From an optimization exercise on the open Yosys and OpenROAD flow, aimed at small area, a short achievable clock period and few clock cycles per item; shortcuts taken in it are not production practice.
Where RTL was checked, it was by simulation tests only, not by an equivalence proof against the original.

Design sha256_core, start of the top module:
module sha256_core (
    input  wire         clk,
    input  wire         rst,
    input  wire         start,
    input  wire [255:0] state_in,
    input  wire [511:0] block_in,
    output wire         ready,
    output reg          done,
    output wire [255:0] state_out
);
Size in the first run: about 8000 cells after synthesis, about 1000 I/O pins, ~0.078 mm2 of cells after synthesis.
Settings: LEC_CHECK=0, CAP_MARGIN=20, CORE_MARGIN=2, CORE_UTILIZATION=40, SLEW_MARGIN=20; clock period 34.0 ns.
run.sh (not shown) runs the stock make flow with config.mk's settings and CLKGATE_MAP_FILE= SYNTH_SCRIPT=/design/flow/synth_recipe.tcl, a recipe that flattens the netlist after the stock synthesis.
The baseline passed the timing, DRC and antenna checks.
Testbench counts at the start, summed over its fixed seeds: cycles 79,208, items 2,400.
Rerun with:
==> flow/flow/run.sh (new file) <==
#!/bin/bash
# The standard ORFS layout, with two changes to how it is made:
#  - the port buffers are the smallest buffer instead of the resizer's pick
#    (every port still gets its own buffer);
#  - timing repair aims for a larger setup slack than zero, so that the
#    achieved period gets shorter.  The clock and the SDC are the standard flow's.
set -euo pipefail
MARGIN=$(cat flow/margin.txt)
bash standard.sh "BUFFER_PORTS_ARGS=-buffer_cell sky130_fd_sc_hd__buf_1" \
    "SETUP_SLACK_MARGIN=$MARGIN" finish > standard.log 2>&1
==> flow/flow/margin.txt (new file) <==
25
==> flow/standard.sh (new file) <==
#!/bin/bash
# synth_recipe.tcl (not shown) runs the flow's synth.tcl, then flattens the netlist and writes it again
# the make line also repeats each setting of config.mk as NAME=value (left out here)
make -C /OpenROAD-flow-scripts/flow DESIGN_CONFIG=/design/flow/config.mk WORK_HOME=/design/flow/orfs CLKGATE_MAP_FILE= SYNTH_SCRIPT=/design/flow/synth_recipe.tcl "${@:-finish}"
removed: flow/run.sh
Clock-buffer cell count went down by 7.
Final cell count went up slightly.
Setup slack is better by 2.0 ns.
Utilization went down by 1.5 points.
Routed wire length went down by a few percent.

* * *

oak:
sha256_core, a different RTL version from the one above (not shown whole).
For scale: about 8000 cells after synthesis, ~1100 flip-flops, roughly 0.070 mm² of cells after synthesis.
==> flow/design.v (excerpt) <==
module sha256_core (
    input  wire         clk,
    input  wire         rst,
    input  wire         start,
    input  wire [255:0] state_in,
    input  wire [511:0] block_in,
    output wire         ready,
    output reg          done,
    output wire [255:0] state_out
);
Settings: LEC_CHECK=0, ABC_AREA=1, CAP_MARGIN=20, CORE_MARGIN=2, CORE_UTILIZATION=40, SLEW_MARGIN=20; clock period 34.0 ns.
standard.sh (not shown) runs the stock make flow with config.mk's settings and CLKGATE_MAP_FILE= SYNTH_SCRIPT=/design/flow/synth_recipe.tcl, a recipe that flattens the netlist after the stock synthesis.
==> flow/flow/run.sh <==
#!/bin/bash
# The standard ORFS layout (the standard.sh), with three changes to how
# it is made:
#  - synthesis skips the generic ABC pass that Yosys's synth runs before the
#    adder extraction (SYNTH_ARGS=-noabc); the registers are the same, and
#    the final ABC mapping still runs;
#  - the port buffers are the smallest buffer instead of the resizer's pick
#    (every port still gets its own buffer);
#  - timing repair aims for a larger setup slack than zero, so that the
#    achieved period gets shorter.  The clock and the SDC are the standard flow's.
# The tools' output goes to standard.log; ORFS's own logs are under orfs/logs.
set -euo pipefail
MARGIN=$(cat flow/margin.txt)
bash standard.sh "SYNTH_ARGS=-noabc" \
    "BUFFER_PORTS_ARGS=-buffer_cell sky130_fd_sc_hd__buf_1" \
    "SETUP_SLACK_MARGIN=$MARGIN" finish > standard.log 2>&1
==> flow/flow/margin.txt <==
24.5
Looking at the reports, oak completed the entire flow and the layout it produced met the timing, DRC and antenna checks.
Testbench counts of oak, summed over its fixed seeds: cycles 79,208, items 2,400.
--- input diff oak..pine ---
# oak
export LEC_CHECK = 0
export ABC_AREA = 1
export CAP_MARGIN = 20
export CORE_MARGIN = 2
export CORE_UTILIZATION = 40
export SLEW_MARGIN = 20
create_clock -name core_clock -period 34.0 [get_ports {clk}]
# pine
export LEC_CHECK = 0
export ABC_AREA = 1
export CAP_MARGIN = 20
export CORE_MARGIN = 2
export CORE_UTILIZATION = 50
export SLEW_MARGIN = 20
export TNS_END_PERCENT = 5
create_clock -name core_clock -period 34.0 [get_ports {clk}]
==> flow/flow/margin.txt <==
26
--- outcome ---
pine went all the way through synthesis, placement and routing and the layout is clean on timing, DRC and antenna.
Measured against each other, pine and oak differ in wire length, the lower figure coming from pine.
Looking only at number of nets in the final layout, and setting everything else aside, the lower value of pine and oak goes to oak.
Lower data arrival time of the critical path was reported by pine, not oak.
Changes in birch relative to pine:
# pine
export LEC_CHECK = 0
export ABC_AREA = 1
export CAP_MARGIN = 20
export CORE_MARGIN = 2
export CORE_UTILIZATION = 50
export SLEW_MARGIN = 20
export TNS_END_PERCENT = 5
create_clock -name core_clock -period 34.0 [get_ports {clk}]
# birch
export LEC_CHECK = 0
export ABC_AREA = 1
export CAP_MARGIN = 20
export CORE_MARGIN = 2
export CORE_UTILIZATION = 50
export SLEW_MARGIN = 20
create_clock -name core_clock -period 34.0 [get_ports {clk}]
==> flow/flow/margin.txt <==
25
## What came out
birch went all the way through the flow, and no timing, DRC or antenna check failed. Side by side, number of nets in the finished design turned out lower in birch than in pine. Sort pine and birch by count of cell instances traversed by the critical path, ascending, and pine comes first. Comparing the two runs side by side, birch comes out behind pine on post-placement worst setup slack. Measured against each other, pine and birch differ in time the worst path needs with I/O delays and setup, the lower figure coming from pine. Total wire length after detailed routing down about 1.8% in birch wrt pine. Any difference in cell total after placement between pine and birch is small enough to ignore. Post-route antenna net violation count came out exactly the same in pine and birch.
#### Input delta (maple over birch)
# birch
export LEC_CHECK = 0
export ABC_AREA = 1
export CAP_MARGIN = 20
export CORE_MARGIN = 2
export CORE_UTILIZATION = 50
export SLEW_MARGIN = 20
create_clock -name core_clock -period 34.0 [get_ports {clk}]
# maple
export LEC_CHECK = 0
export ABC_AREA = 1
export CAP_MARGIN = 20
export CORE_MARGIN = 2
export CORE_UTILIZATION = 40
export SLEW_MARGIN = 20
create_clock -name core_clock -period 34.0 [get_ports {clk}]
==> flow/flow/run.sh <==
#!/bin/bash
# The standard ORFS layout (the standard.sh), with these changes to how
# it is made:
#  - synthesis skips the generic ABC pass that Yosys's synth runs before the
#    adder extraction (SYNTH_ARGS=-noabc); the registers are the same, and
#    the final ABC mapping still runs;
#  - the port buffers are the smallest buffer instead of the resizer's pick
#    (every port still gets its own buffer);
#  - from clock tree synthesis on, timing repair aims for a larger setup
#    slack than zero, so that the achieved period gets shorter.  The clock
#    and the SDC are the standard flow's.
# The tools' output goes to standard_*.log; ORFS's own logs are under orfs/logs.
set -euo pipefail
MARGIN=$(cat flow/margin.txt)
COMMON=("SYNTH_ARGS=-noabc" "BUFFER_PORTS_ARGS=-buffer_cell sky130_fd_sc_hd__buf_1")
bash standard.sh "${COMMON[@]}" synth floorplan place > standard_1.log 2>&1
bash standard.sh "${COMMON[@]}" "SETUP_SLACK_MARGIN=$MARGIN" cts route finish > standard_2.log 2>&1
==> run summary <==
Going from birch to maple, the via count was found to have gone down by 431. Re wire length per cell: birch was lower than maple. When maple is measured against birch, its clock insertion delay at the later pin of the skew report turns out 0.04 ns higher. Changes observed in maple relative to birch: die width shows an increase of 12%, core area moved up, time the final worst path needs with I/O delays and setup rose by 0.030 ns.
The inputs of cedar differ from those of maple as listed below.
# maple
export LEC_CHECK = 0
export ABC_AREA = 1
export CAP_MARGIN = 20
export CORE_MARGIN = 2
export CORE_UTILIZATION = 40
export SLEW_MARGIN = 20
create_clock -name core_clock -period 34.0 [get_ports {clk}]
# cedar
export LEC_CHECK = 0
export ABC_AREA = 1
export CAP_MARGIN = 20
export CORE_MARGIN = 2
export CORE_UTILIZATION = 50
export SLEW_MARGIN = 20
export TNS_END_PERCENT = 5
create_clock -name core_clock -period 34.0 [get_ports {clk}]
==> flow/flow/run.sh <==
#!/bin/bash
# The standard ORFS layout (the standard.sh), with three changes to how
# it is made:
#  - synthesis skips the generic ABC pass that Yosys's synth runs before the
#    adder extraction (SYNTH_ARGS=-noabc); the registers are the same, and
#    the final ABC mapping still runs;
#  - the port buffers are the smallest buffer instead of the resizer's pick
#    (every port still gets its own buffer);
#  - timing repair aims for a larger setup slack than zero, so that the
#    achieved period gets shorter.  The clock and the SDC are the standard flow's.
# The tools' output goes to standard.log; ORFS's own logs are under orfs/logs.
set -euo pipefail
MARGIN=$(cat flow/margin.txt)
bash standard.sh "SYNTH_ARGS=-noabc" \
    "BUFFER_PORTS_ARGS=-buffer_cell sky130_fd_sc_hd__buf_1" \
    "SETUP_SLACK_MARGIN=$MARGIN" finish > standard.log 2>&1
Notes after the runs:
- Looking at cedar and maple, the hold slack is a wash.
- Relative to maple, the via count of the first global-routing pass measured on cedar has decreased slightly.
- Clock-buffer cell count in cedar is 7.7% below maple.
- | global-route met3 utilization | lower: maple |
- Number of non-filler instances in the completed layout shrinks by a few percent when moving from maple to cedar.
- Re wire length on met1: cedar and maple aren't equal, and the lower value belongs to cedar.
- Summary of cedar over maple: final cell utilization of the core up 11 points; critical path depth down 2.

* * *

sha256_core, a different RTL version from the one above (not shown whole).
Size in the first run: roughly 8000 cells after synthesis, about 1100 flip-flops.
export LEC_CHECK = 0
export CAP_MARGIN = 20
export CORE_MARGIN = 2
export CORE_UTILIZATION = 65
export CTS_BUF_LIST = sky130_fd_sc_hd__clkbuf_8
export SLEW_MARGIN = 20
create_clock -name core_clock -period 34.0 [get_ports {clk}]
==> flow/flow/run.sh <==
#!/bin/bash
# The standard ORFS layout, with two changes to how it is made:
#  - the port buffers are the smallest buffer instead of the resizer's pick
#    (every port still gets its own buffer);
#  - timing repair aims for a larger setup slack than zero, so that the
#    achieved period gets shorter.  The clock and the SDC are the standard flow's.
set -euo pipefail
MARGIN=$(cat flow/margin.txt)
bash standard.sh "BUFFER_PORTS_ARGS=-buffer_cell sky130_fd_sc_hd__buf_1" \
    "SETUP_SLACK_MARGIN=$MARGIN" finish > standard.log 2>&1
==> flow/flow/margin.txt <==
26
The first run produced a layout that fails on max-capacitance violations, max-slew violations.
Next try:
==> flow/flow/margin.txt (replaced) <==
25
Settings changed: CORE_UTILIZATION 65 to 40, CTS_BUF_LIST sky130_fd_sc_hd__clkbuf_8 to not set.
With this change the flow finished clean.
Clock-buffer cell count falls by 44.
Final area falls by about 2.7%.
Non-clock buffer count falls by 212.
No run of this note included a check of the RTL's function; only the layout flow was run.

* * *

Setup of job 101:
Another version of the RTL of sha256_core (not shown whole).
Size in the first run: roughly 1100 flip-flops, about 1000 I/O pins.
export LEC_CHECK = 0
export ABC_AREA = 1
export CAP_MARGIN = 20
export CORE_MARGIN = 2
export CORE_UTILIZATION = 40
export SLEW_MARGIN = 20
create_clock -name core_clock -period 34.0 [get_ports {clk}]
==> flow/flow/run.sh <==
#!/bin/bash
# The standard ORFS layout (the standard.sh), with three changes to how
# it is made:
#  - synthesis skips the generic ABC pass that Yosys's synth runs before the
#    adder extraction (SYNTH_ARGS=-noabc); the registers are the same, and
#    the final ABC mapping still runs;
#  - the port buffers are the smallest buffer instead of the resizer's pick
#    (every port still gets its own buffer);
#  - timing repair aims for a larger setup slack than zero, so that the
#    achieved period gets shorter.  The clock and the SDC are the standard flow's.
# The tools' output goes to standard.log; ORFS's own logs are under orfs/logs.
set -euo pipefail
MARGIN=$(cat flow/margin.txt)
bash standard.sh "SYNTH_ARGS=-noabc" \
    "BUFFER_PORTS_ARGS=-buffer_cell sky130_fd_sc_hd__buf_1" \
    "SETUP_SLACK_MARGIN=$MARGIN" finish > standard.log 2>&1
==> flow/flow/margin.txt <==
25
Job 101 ended with every stage complete and zero timing, DRC or antenna violations.
Testbench counts of job 101, summed over its fixed seeds: cycles 79,208, items 2,400.
### job 101 -> job 102
Settings: ABC_AREA: 1 -> unset.
==> flow/flow/run.sh <==
#!/bin/bash
# The standard ORFS layout, with two changes to how it is made:
#  - the port buffers are the smallest buffer instead of the resizer's pick
#    (every port still gets its own buffer);
#  - timing repair aims for a larger setup slack than zero, so that the
#    achieved period gets shorter.  The clock and the SDC are the standard flow's.
set -euo pipefail
MARGIN=$(cat flow/margin.txt)
bash standard.sh "BUFFER_PORTS_ARGS=-buffer_cell sky130_fd_sc_hd__buf_1" \
    "SETUP_SLACK_MARGIN=$MARGIN" finish > standard.log 2>&1
## What came out
Die area ended up 4.8% higher on job 102 than on job 101. [job 102] overall routed net length fell 85 mm relative to job 101. Changes observed in job 102 relative to job 101: area of the mapped netlist went up 4.9%, number of fill cells in the layout went up 489, maximum number of pins on one net before global-route repair went down 12%, area growth from synthesis to layout went down 4.3 points. Between job 102 and job 101, it is job 102 whose final clock period utilization by the worst path is higher, by 3.2 points.
Inputs modified between job 102 and job 103:
Settings: PLACE_DENSITY newly set to 0.75.
## What came out
Of job 103 and job 102, it is job 103 that has the lower number of clock buffer instances in the layout. Higher total buffers and inverters traversed by the critical path among job 102 and job 103: job 103. Re met2 capacity usage during global routing: job 102 was higher than job 103. Worst hold slack, job 102 and job 103: lower on job 102. Total of cells resized after clock tree synthesis | job 103 above job 102. Cell area across job 102 and job 103: no real change. Relative to job 102, growth of design area from synthesis to finish increased by 0.25 points in job 103.
Here is what was changed in the inputs of job 104 compared with job 103.
Settings: clearing PLACE_DENSITY, which used to be 0.75.
==> flow/flow/run.sh <==
#!/bin/bash
# The standard ORFS layout (the standard.sh), with three changes to how
# it is made:
#  - synthesis skips the generic ABC pass that Yosys's synth runs before the
#    adder extraction (SYNTH_ARGS=-noabc); the registers are the same, and
#    the final ABC mapping still runs;
#  - the port buffers are the smallest buffer instead of the resizer's pick
#    (every port still gets its own buffer);
#  - timing repair aims for a larger setup slack than zero, so that the
#    achieved period gets shorter.  The clock and the SDC are the standard flow's.
# The tools' output goes to standard.log; ORFS's own logs are under orfs/logs.
set -euo pipefail
MARGIN=$(cat flow/margin.txt)
bash standard.sh "SYNTH_ARGS=-noabc" \
    "BUFFER_PORTS_ARGS=-buffer_cell sky130_fd_sc_hd__buf_1" \
    "SETUP_SLACK_MARGIN=$MARGIN" finish > standard.log 2>&1
--- outcome ---
- | worst hold slack | higher: job 103 |
- [job 104] total wirelength of the detailed-routed design fell about 5% relative to job 103
- The minimum period implied by the final worst setup slack in job 104 sits 95 ps below the value recorded for job 103.
- Of the two candidates, job 103 has the worse worst setup slack and job 104 the better one.
- Sequential share of layout area for job 104: 1.2 points up relative to job 103
- Summary of job 104 over job 103: share of cell area taken by muxes after synthesis +0.37 points.

* * *

The RTL this note starts from:
==> flow/design.v <==
module sha256_core (
    input  wire         clk,
    input  wire         rst,
    input  wire         start,
    input  wire [255:0] state_in,
    input  wire [511:0] block_in,
    output wire         ready,
    output reg          done,
    output wire [255:0] state_out
);
    localparam integer NR = 2;             
    localparam integer NC = 64 / NR;       
    localparam integer CW = NC > 32 ? 6 : NC > 16 ? 5 : NC > 8 ? 4 : NC > 4 ? 3 : 2;
    localparam [2047:0] K = {
        32'h428a2f98, 32'h71374491, 32'hb5c0fbcf, 32'he9b5dba5,
        32'h3956c25b, 32'h59f111f1, 32'h923f82a4, 32'hab1c5ed5,
        32'hd807aa98, 32'h12835b01, 32'h243185be, 32'h550c7dc3,
        32'h72be5d74, 32'h80deb1fe, 32'h9bdc06a7, 32'hc19bf174,
        32'he49b69c1, 32'hefbe4786, 32'h0fc19dc6, 32'h240ca1cc,
        32'h2de92c6f, 32'h4a7484aa, 32'h5cb0a9dc, 32'h76f988da,
        32'h983e5152, 32'ha831c66d, 32'hb00327c8, 32'hbf597fc7,
        32'hc6e00bf3, 32'hd5a79147, 32'h06ca6351, 32'h14292967,
        32'h27b70a85, 32'h2e1b2138, 32'h4d2c6dfc, 32'h53380d13,
        32'h650a7354, 32'h766a0abb, 32'h81c2c92e, 32'h92722c85,
        32'ha2bfe8a1, 32'ha81a664b, 32'hc24b8b70, 32'hc76c51a3,
        32'hd192e819, 32'hd6990624, 32'hf40e3585, 32'h106aa070,
        32'h19a4c116, 32'h1e376c08, 32'h2748774c, 32'h34b0bcb5,
        32'h391c0cb3, 32'h4ed8aa4a, 32'h5b9cca4f, 32'h682e6ff3,
        32'h748f82ee, 32'h78a5636f, 32'h84c87814, 32'h8cc70208,
        32'h90befffa, 32'ha4506ceb, 32'hbef9a3f7, 32'hc67178f2
    };
    function [31:0] bsig0(input [31:0] x);
        bsig0 = {x[1:0], x[31:2]} ^ {x[12:0], x[31:13]} ^ {x[21:0], x[31:22]};
    endfunction
    function [31:0] bsig1(input [31:0] x);
        bsig1 = {x[5:0], x[31:6]} ^ {x[10:0], x[31:11]} ^ {x[24:0], x[31:25]};
    endfunction
    function [31:0] ssig0(input [31:0] x);
        ssig0 = {x[6:0], x[31:7]} ^ {x[17:0], x[31:18]} ^ {3'b000, x[31:3]};
    endfunction
    function [31:0] ssig1(input [31:0] x);
        ssig1 = {x[16:0], x[31:17]} ^ {x[18:0], x[31:19]} ^ {10'b0, x[31:10]};
    endfunction
    function [63:0] csa(input [31:0] x, input [31:0] y, input [31:0] z);
        csa = {x ^ y ^ z, ((x & y) | (x & z) | (y & z)) << 1};
    endfunction
    function [31:0] add_sk(input [31:0] x, input [31:0] y);
        reg [31:0] g, p;
        integer l, j;
        begin
            g = x & y;
            p = x ^ y;
            for (l = 0; l < 5; l = l + 1)
                for (j = 0; j < 32; j = j + 1)
                    if ((j >> l) & 1) begin
                        g[j] = g[j] | (p[j] & g[((j >> l) << l) - 1]);
                        p[j] = p[j] & p[((j >> l) << l) - 1];
                    end
            add_sk = (x ^ y) ^ {g[30:0], 1'b0};
        end
    endfunction
    function [31:0] add_bk(input [31:0] x, input [31:0] y);
        reg [31:0] g, p;
        integer l, j;
        begin
            g = x & y;
            p = x ^ y;
            for (l = 0; l < 5; l = l + 1)
                for (j = 0; j < 32; j = j + 1)
                    if (((j + 1) % (2 << l)) == 0) begin
                        g[j] = g[j] | (p[j] & g[j - (1 << l)]);
                        p[j] = p[j] & p[j - (1 << l)];
                    end
            for (l = 3; l >= 0; l = l - 1)
                for (j = 0; j < 32; j = j + 1)
                    if (((j + 1) % (2 << l)) == (1 << l) && j >= (2 << l)) begin
                        g[j] = g[j] | (p[j] & g[j - (1 << l)]);
                        p[j] = p[j] & p[j - (1 << l)];
                    end
            add_bk = (x ^ y) ^ {g[30:0], 1'b0};
        end
    endfunction
    reg          busy;      
    reg          rdy;       
    reg [CW-1:0] cnt;       
    wire         last = (cnt == NC - 1);
    wire         acc  = start & ~busy;
    reg  [63:0]  kr;        
    reg  [255:0] wst;       
    reg  [255:0] hs;        
    reg  [511:0] wwin;      
    assign ready     = rdy;
    assign state_out = hs;
    wire [32*(NR+4)-1:0] av;      
    wire [32*(NR+4)-1:0] ev;      
    assign av[127:0] = wst[255:128];
    assign ev[127:0] = wst[127:0];
    genvar i;
    generate
        for (i = 0; i < NR; i = i + 1) begin : g_round
            wire [31:0] ra = av[32*(i+4) - 1 -: 32];
            wire [31:0] rb = av[32*(i+3) - 1 -: 32];
            wire [31:0] rc = av[32*(i+2) - 1 -: 32];
            wire [31:0] rd = av[32*(i+1) - 1 -: 32];
            wire [31:0] re = ev[32*(i+4) - 1 -: 32];
            wire [31:0] rf = ev[32*(i+3) - 1 -: 32];
            wire [31:0] rg = ev[32*(i+2) - 1 -: 32];
            wire [31:0] rh = ev[32*(i+1) - 1 -: 32];
            wire [31:0] kt = kr[63 - 32*i -: 32];
            wire [31:0] wt = wwin[511 - 32*i -: 32];
            wire [31:0] ha = (i == NR - 1 && last) ? hs[255:224] : 32'd0;
            wire [31:0] he = (i == NR - 1 && last) ? hs[127:96]  : 32'd0;
            wire [31:0] s1 = bsig1(re);
            wire [31:0] ch = (re & rf) ^ (~re & rg);
            wire [31:0] s0 = bsig0(ra);
            wire [31:0] mj = (ra & rb) ^ (ra & rc) ^ (rb & rc);
            wire [63:0] p0 = csa(rh, kt, wt);
            wire [63:0] pe = csa(p0[63:32], p0[31:0], rd);
            wire [63:0] pa, pe2;
            if (i == 0) begin : g_first
                wire [63:0] x1 = csa(s1, ch, s0);
                wire [63:0] x2 = csa(p0[63:32], p0[31:0], mj);
                wire [63:0] x3 = csa(x1[63:32], x1[31:0], x2[63:32]);
                wire [63:0] x4 = csa(x3[63:32], x3[31:0], x2[31:0]);
                wire [63:0] y1 = csa(s1, ch, rd);
                wire [63:0] y2 = csa(p0[63:32], p0[31:0], y1[63:32]);
                wire [63:0] y3 = csa(y2[63:32], y2[31:0], y1[31:0]);
                if (NR == 1) begin : g_ff
                    wire [63:0] x5 = csa(x4[63:32], x4[31:0], ha);
                    wire [63:0] y4 = csa(y3[63:32], y3[31:0], he);
                    assign pa = x5;
                    assign pe2 = y4;
                end else begin : g_noff
                    assign pa = x4;
                    assign pe2 = y3;
                end
            end else begin : g_next
                wire [63:0] ea = csa(p0[63:32], p0[31:0], ha);
                wire [63:0] ee = csa(pe[63:32], pe[31:0], he);
                wire [63:0] x1 = csa(s1, ch, s0);
                wire [63:0] x2 = csa(ea[63:32], ea[31:0], mj);
                wire [63:0] x3 = csa(x1[63:32], x1[31:0], x2[63:32]);
                wire [63:0] x4 = csa(x3[63:32], x3[31:0], x2[31:0]);
                wire [63:0] y1 = csa(ee[63:32], ee[31:0], s1);
                wire [63:0] y2 = csa(y1[63:32], y1[31:0], ch);
                assign pa = x4;
                assign pe2 = y2;
            end
            assign av[32*(i+5) - 1 -: 32] = add_sk(pa[63:32], pa[31:0]);
            assign ev[32*(i+5) - 1 -: 32] = add_sk(pe2[63:32], pe2[31:0]);
        end
    endgenerate
    wire [255:0] nxt = {av[32*(NR+4)-1 -: 128], ev[32*(NR+4)-1 -: 128]};
    wire [32*NR-1:0] wnew;        
    wire [512+32*NR-1:0] wall = {wwin, wnew};
    generate
        for (i = 0; i < NR; i = i + 1) begin : g_sched
            localparam integer TOP = 512 + 32*NR - 1;
            wire [31:0] w_m16 = wall[TOP - 32*i        -: 32];
            wire [31:0] w_m15 = wall[TOP - 32*(i + 1)  -: 32];
            wire [31:0] w_m7  = wall[TOP - 32*(i + 9)  -: 32];
            wire [31:0] w_m2  = wall[TOP - 32*(i + 14) -: 32];
            wire [63:0] q1 = csa(ssig1(w_m2), w_m7, ssig0(w_m15));
            wire [63:0] q2 = csa(q1[63:32], q1[31:0], w_m16);
            assign wnew[32*NR - 1 - 32*i -: 32] = add_bk(q2[63:32], q2[31:0]);
        end
    endgenerate
    always @(posedge clk) begin
        if (rst) begin
            busy <= 1'b0;
            rdy  <= 1'b1;
            done <= 1'b0;
        end else begin
            done <= busy & last;
            if (acc) begin
                busy <= 1'b1;
                rdy  <= 1'b0;
            end else if (last) begin
                busy <= 1'b0;
                rdy  <= 1'b1;
            end
        end
    end
    wire [CW-1:0] cnt_n = busy ? cnt + 1'b1 : {CW{1'b0}};
    always @(posedge clk) begin
        cnt <= cnt_n;
        kr  <= K[2047 - 64*cnt_n -: 64];
    end
    always @(posedge clk) begin
        if (!busy) begin
            wst  <= state_in;
            wwin <= block_in;
        end else begin
            wst  <= nxt;
            wwin <= wall[512+32*NR-1 - 32*NR -: 512];
        end
    end
    wire [255:0] ffa = last ? nxt : 256'd0;
    always @(posedge clk) begin
        if (!busy)
            hs <= state_in;
        else begin
            hs[255:224] <= last ? nxt[255:224] : hs[255:224];
            hs[223:192] <= add_bk(hs[223:192], ffa[223:192]);
            hs[191:160] <= add_bk(hs[191:160], ffa[191:160]);
            hs[159:128] <= add_bk(hs[159:128], ffa[159:128]);
            hs[127:96]  <= last ? nxt[127:96] : hs[127:96];
            hs[95:64]   <= add_bk(hs[95:64], ffa[95:64]);
            hs[63:32]   <= add_bk(hs[63:32], ffa[63:32]);
            hs[31:0]    <= add_bk(hs[31:0], ffa[31:0]);
        end
    end
endmodule
Settings: LEC_CHECK=0, ABC_AREA=1, CAP_MARGIN=20, CORE_MARGIN=2, CORE_UTILIZATION=40, SLEW_MARGIN=20; clock period 34.0 ns.
==> flow/flow/run.sh <==
#!/bin/bash
# The standard ORFS layout (the standard.sh), with three changes to how
# it is made:
#  - synthesis skips the generic ABC pass that Yosys's synth runs before the
#    adder extraction (SYNTH_ARGS=-noabc); the registers are the same, and
#    the final ABC mapping still runs;
#  - the port buffers are the smallest buffer instead of the resizer's pick
#    (every port still gets its own buffer);
#  - timing repair aims for a larger setup slack than zero, so that the
#    achieved period gets shorter.  The clock and the SDC are the standard flow's.
# The tools' output goes to standard.log; ORFS's own logs are under orfs/logs.
set -euo pipefail
MARGIN=$(cat flow/margin.txt)
bash standard.sh "SYNTH_ARGS=-noabc" \
    "BUFFER_PORTS_ARGS=-buffer_cell sky130_fd_sc_hd__buf_1" \
    "SETUP_SLACK_MARGIN=$MARGIN" finish > standard.log 2>&1
Scripts as last shown in full above: flow/flow/margin.txt
The starting point completed with no timing, DRC or antenna violations.
Rerun with:
==> flow/flow/run.sh (replaced) <==
#!/bin/bash
# The standard ORFS layout, with two changes to how it is made:
#  - the port buffers are the smallest buffer instead of the resizer's pick
#    (every port still gets its own buffer);
#  - timing repair aims for a larger setup slack than zero, so that the
#    achieved period gets shorter.  The clock and the SDC are the standard flow's.
set -euo pipefail
MARGIN=$(cat flow/margin.txt)
bash standard.sh "BUFFER_PORTS_ARGS=-buffer_cell sky130_fd_sc_hd__buf_1" \
    "SETUP_SLACK_MARGIN=$MARGIN" finish > standard.log 2>&1
--- a/flow/config.mk
+++ b/flow/config.mk
@@ -8 +7,0 @@
-export ABC_AREA = 1
Outcome:
- The changed run finished with timing, DRC and antenna clean
- via count shrinks by 4.6%
- area after synthesis grows by about 5.5%
- core utilization shrinks by 0.41 points
- design area grows by 4.4%
- sequential share of layout area shrinks by 1.1 points
- worst setup slack is worse by 1.7 ns
- wire length grows by 0.69%
- die area grows by 5.4%
- final cell count shrinks by about 5.5%
No functional check of the RTL was part of any run of this note.

-- port drivers added, routing unchanged --
The results above use ideal ports. As a check the final layouts listed here were re-extracted and re-timed, cells and wires unchanged.
Step 1 (the two cells are an assumption about what drives the block):
set clk [get_ports {clk}]
set_driving_cell -lib_cell sky130_fd_sc_hd__clkbuf_16 $clk
set_driving_cell -lib_cell sky130_fd_sc_hd__buf_2 [delete_from_list [all_inputs] $clk]
Step 2 adds t to the input delays and takes it off the output delays; t is the mean of the earliest and latest rising clock arrival at the registers after step 1. Input paths then give back, and output paths get back, about the clock's delay inside the block.
Slacks: ideal ports / drivers / drivers and shift; pairs: ideal ports / drivers.
run | shift t [ns] | setup WS [ns] | clock arrival spread, ns | worst data-port slew with drivers (ns)
the first run of note 1 | 0.890 | 22.120 / 22.120 / 22.120 | 0.032 / 0.032 | 0.22
the second run of note 1 | 0.926 | 24.141 / 24.141 / 24.141 | 0.058 / 0.058 | 0.24
oak | 0.886 | 24.819 / 24.819 / 24.819 | 0.038 / 0.038 | 0.20
pine | 0.843 | 25.199 / 25.199 / 25.199 | 0.091 / 0.092 | 0.11
birch | 0.849 | 25.104 / 25.104 / 25.104 | 0.045 / 0.045 | 0.16
maple | 0.885 | 25.074 / 25.074 / 25.074 | 0.040 / 0.039 | 0.17
cedar | 0.850 | 25.045 / 25.045 / 25.045 | 0.044 / 0.044 | 0.14
the first run of note 3 | 1.087 | 23.837 / 23.837 / 23.837 | 0.092 / 0.092 | 0.53
the second run of note 3 | 0.903 | 24.082 / 24.082 / 24.082 | 0.057 / 0.057 | 0.22
job 101 | 0.919 | 24.991 / 24.991 / 24.991 | 0.049 / 0.049 | 0.25
job 102 | 0.909 | 23.900 / 23.900 / 23.900 | 0.051 / 0.051 | 0.25
job 103 | 0.917 | 23.869 / 23.869 / 23.869 | 0.047 / 0.047 | 0.26
job 104 | 0.901 | 23.964 / 23.964 / 23.964 | 0.039 / 0.039 | 0.20
the first run of note 5 | 0.891 | 25.137 / 25.137 / 25.137 | 0.030 / 0.029 | 0.14
the second run of note 5 | 0.940 | 23.388 / 23.388 / 23.388 | 0.048 / 0.048 | 0.22
